What follows belongs to an exercise in optimizing a design on an open flow for small area, a short achievable clock period and few clock cycles per item; a production flow would make more cautious choices.
Only simulation tests tie the RTL to the original design; equivalence was not proved.

Setup of job 2212:
==> flow/design.v (excerpt) <==
module qg_screen_lane (
    input  wire         clk,
    input  wire         rst,
    input  wire         in_valid,
    output wire         in_ready,
    input  wire [1:0]   in_fmt,         
    input  wire         in_grey3,       
    input  wire         in_two_rowsets,
    input  wire [7:0]   in_p0,          
    input  wire [7:0]   in_ph,          
    input  wire [7:0]   in_pv,          
    input  wire [7:0]   in_phv,         
    input  wire [15:0]  in_gain,        
    input  wire [111:0] in_theta,       
    input  wire [15:0]  in_mask,        
    input  wire [8:0]   in_share,       
    input  wire         in_zone,        
    input  wire [10:0]  in_k,           
    input  wire [10:0]  in_s,           
    input  wire [11:0]  in_dots2_map,   
    output reg          out_valid,
    output reg  [2:0]   out_logical,
    output reg  [2:0]   out_level,
    output reg          out_rowset,
    output reg          out_pick_b,
    output reg          out_clip
);
Settings: LEC_CHECK=0, CAP_MARGIN=20, CORE_MARGIN=2, CORE_UTILIZATION=50, CTS_BUF_LIST=sky130_fd_sc_hd__clkbuf_8, CTS_CLUSTER_DIAMETER=80, CTS_CLUSTER_SIZE=20, PLACE_DENSITY=0.7, SLEW_MARGIN=20; clock period 48.0 ns.
standard.sh (not shown) runs the stock make flow with config.mk's settings and CLKGATE_MAP_FILE= SYNTH_SCRIPT=/design/flow/synth_recipe.tcl, a recipe that flattens the netlist after the stock synthesis.
==> flow/flow/run.sh <==
#!/bin/bash
# The standard layout (standard.sh), with these changes:
#  - synthesis (flow/synth.tcl): the standard script, but Yosys's generic
#    ABC pass inside synth is skipped (-noabc), so that the full adders
#    written in the RTL are extracted without inverters around them, and the
#    final ABC mapping uses flow/abc.script;
#  - ports get buf_1 buffers;
#  - repair_timing aims at a slack of SETUP_SLACK_MARGIN below the 48 ns
#    clock, i.e. at the period the design can reach.
# make's output goes to standard.log; ORFS keeps each step's log in orfs/logs.
set -euo pipefail
W=$PWD
bash standard.sh finish SYNTH_SCRIPT=$W/flow/synth.tcl SYNTH_ARGS=-noabc \
  "BUFFER_PORTS_ARGS=-buffer_cell sky130_fd_sc_hd__buf_1" \
  SETUP_SLACK_MARGIN=37.3 > $W/standard.log 2>&1
==> flow/flow/abc.script <==
strash
dc2
dch -f
map -D 4000
buffer
upsize -D 4000
dnsize -D 4000
stime -p
==> flow/flow/synth.tcl <==
# synth_recipe.tcl with ABC's script swapped for flow/abc.script.
proc synth {args} { yosys synth -nofsm -noshare {*}$args }
set ::my_flow_dir [file dirname [file normalize [info script]]]
proc abc {args} {
  set i [lsearch -exact $args -script]
  if {$i >= 0} { set args [lreplace $args $i [expr {$i + 1}] -script $::my_flow_dir/abc.script] }
  set i [lsearch -exact $args -D]
  if {$i >= 0} { set args [lreplace $args $i [expr {$i + 1}]] }
  yosys abc {*}$args
}
source $::env(SCRIPTS_DIR)/synth.tcl
# left out here: clear keep_hierarchy, flatten, clean up, hide names made inside functions, write 1_2_yosys.v
Testbench counts of job 2212, summed over its fixed seeds: cycles 40,008, items 40,000.
The inputs of job 261 differ from those of job 2212 as listed below.
- CTS_CLUSTER_SIZE changed from 20 to 30
- CTS_BUF_LIST changed from sky130_fd_sc_hd__clkbuf_8 to sky130_fd_sc_hd__clkbuf_16
- CTS_CLUSTER_DIAMETER changed from 80 to 120
--- outcome ---
Job 261 ended up with out_clip as its start point of the critical path; job 2212 ended up with out_logical[2]. Layout inverter count without the clock tree is higher on job 2212. Status: proportion of cell area occupied by registers parity (job 261, job 2212). Compared job 2212 against job 261; routed wire length within noise. On sequential cell count, job 2212 tracks job 261 almost exactly. Max final critical delay including setup and external delays across job 2212 and job 261: job 2212. The synthesis-to-layout area growth of job 261 is higher than that of job 2212.
--- input diff job 261..job 4792 ---
==> flow/flow/abc.script <==
strash
dc2
dch -f
map -D 3500
buffer
upsize -D 3500
dnsize -D 3500
stime -p
Findings:
[job 4792] count of multi-input combinational gates rose 53 relative to job 261
Global-route met3 utilization | job 4792 below job 261
Going from job 261 to job 4792, sequential share of layout area lost 0.22 points, area used by sequential logic in the layout saw little to no change, number of detailed-route iterations in the first pass lost 1.
Diff job 261 -> job 4792 | antenna diode count | increase of 1
Area used by multi-input combinational logic up 360 sq um in job 4792 wrt job 261
Instance area after placement: lower on job 261
Inputs modified between job 4792 and job 1212:
- setting GPL_TIMING_DRIVEN to 0 for the first time
==> flow/flow/abc.script <==
strash
dc2
dch -f
map -D 4000
buffer
upsize -D 4000
dnsize -D 4000
stime -p
Notes after the runs:
In the tables for job 4792 and job 1212, data arrival time of the critical path reads lower with job 4792.
Job 4792 was routed with more vias than job 1212.
Job 4792 reports its end point of the critical path as out_level[0] while job 1212 reports s1_us[26].
Share of the synthesized area in compound gates (AO/OA/AOI/OAI) ended up 0.71 points higher on job 1212 than on job 4792.
Wire length of the first global-routing pass (higher): job 1212
Share of cell area taken by multi-input logic gates, job 4792 and job 1212: larger value in job 4792
Relative to job 4792, the proportion of cell area occupied by registers of job 1212 is lower by 0.24 points.
Taking job 4792 as the reference, in job 1212 wire length grew by about 0.4%; register-to-register slack grew by 0.11 ns.

---

qg_screen_lane, a different RTL version from the one above (not shown whole).
For scale: about 220 flip-flops, about 240 I/O pins.
Settings: LEC_CHECK=0, CAP_MARGIN=20, CORE_MARGIN=2, CORE_UTILIZATION=60, CTS_BUF_LIST=sky130_fd_sc_hd__clkbuf_16, CTS_CLUSTER_DIAMETER=120, CTS_CLUSTER_SIZE=30, PLACE_DENSITY=0.75, SLEW_MARGIN=20; clock period 48.0 ns.
==> flow/flow/abc.script <==
strash
dc2
dch -f
map -D 4000
buffer
upsize -D 4000
dnsize -D 4000
stime -p
Scripts as last shown in full above: flow/flow/run.sh, flow/flow/synth.tcl
The starting point finished with timing, DRC and antenna clean.
Testbench counts at the start, summed over its fixed seeds: cycles 40,008, items 40,000.
Edit:
--- a/flow/config.mk
+++ b/flow/config.mk
@@ -8,8 +8,8 @@
 export CAP_MARGIN = 20
 export CORE_MARGIN = 2
-export CORE_UTILIZATION = 60
+export CORE_UTILIZATION = 50
 export CTS_BUF_LIST = sky130_fd_sc_hd__clkbuf_16
 export CTS_CLUSTER_DIAMETER = 120
 export CTS_CLUSTER_SIZE = 30
-export PLACE_DENSITY = 0.75
+export PLACE_DENSITY = 0.7
 export SLEW_MARGIN = 20
After rerunning:
- The new run finished with timing, DRC and antenna clean
- utilization is lower by 12 points
- cell count is higher by 2.4%
- fmax stays flat
Edit:
==> flow/flow/abc.script (replaced) <==
strash
dch
map -D 4000
buffer
upsize -D 4000
dnsize -D 4000
stime -p
==> flow/config.mk (replaced) <==
export PLATFORM = sky130hd
export DESIGN_NAME = qg_screen_lane
export DESIGN_NICKNAME = qg_screen_lane
export VERILOG_FILES = /design/flow/design.v
export SDC_FILE = /design/flow/constraint.sdc
export NUM_CORES = 4
export LEC_CHECK = 0
export CAP_MARGIN = 20
export CORE_MARGIN = 2
export CORE_UTILIZATION = 60
export CTS_BUF_LIST = sky130_fd_sc_hd__clkbuf_8
export PLACE_DENSITY = 0.75
export SLEW_MARGIN = 20
The changed run completed without violations.
Cell area goes up by 5.0%.
Non-clock buffer count goes up by 13.
Setup slack loses 0.025 ns.
Area after synthesis goes up by 1.2%.

afterwards: timing with drivers on the ports:
The flow's constraints put no driver on any port. The routed layouts listed below were extracted and timed again, unchanged, in two steps. Step 1 (the two cells are an assumption about what drives the block):
set clk [get_ports {clk}]
set_driving_cell -lib_cell sky130_fd_sc_hd__clkbuf_16 $clk
set_driving_cell -lib_cell sky130_fd_sc_hd__buf_2 [delete_from_list [all_inputs] $clk]
Step 2, shift: input delay + t, output delay - t, t = (earliest + latest rising clock arrival at the registers) / 2. This alone moves slack from input paths to output paths. Slacks: ideal / step 1 / step 2; pairs: ideal / step 1.
run	t, ns	slack for setup (ns)	hold WS [ns]	clock arrival spread, ns	pins driven straight from the clock port
job 2212	0.589	37.381 / 37.329 / 36.916	0.338 / 0.338 / 0.338	0.030 / 0.031	1
job 261	0.541	37.405 / 37.349 / 36.925	0.338 / 0.338 / 0.338	0.029 / 0.028	1
job 4792	0.546	37.396 / 37.339 / 36.974	0.345 / 0.345 / 0.345	0.023 / 0.023	1
job 1212	0.546	37.394 / 37.345 / 36.881	0.339 / 0.339 / 0.339	0.029 / 0.029	1
the first run of note 2	0.554	37.377 / 37.321 / 37.030	0.342 / 0.342 / 0.342	0.060 / 0.060	1
the second run of note 2	0.553	37.383 / 37.328 / 36.924	0.350 / 0.350 / 0.350	0.027 / 0.027	1
the third run of note 2	0.613	37.357 / 37.307 / 36.837	0.340 / 0.340 / 0.340	0.041 / 0.040	1
After both steps every run listed still meets setup and hold. For the third run of note 2, which loses most, drivers alone change the setup slack by -0.050 ns; drivers and shift together by -0.520 ns.
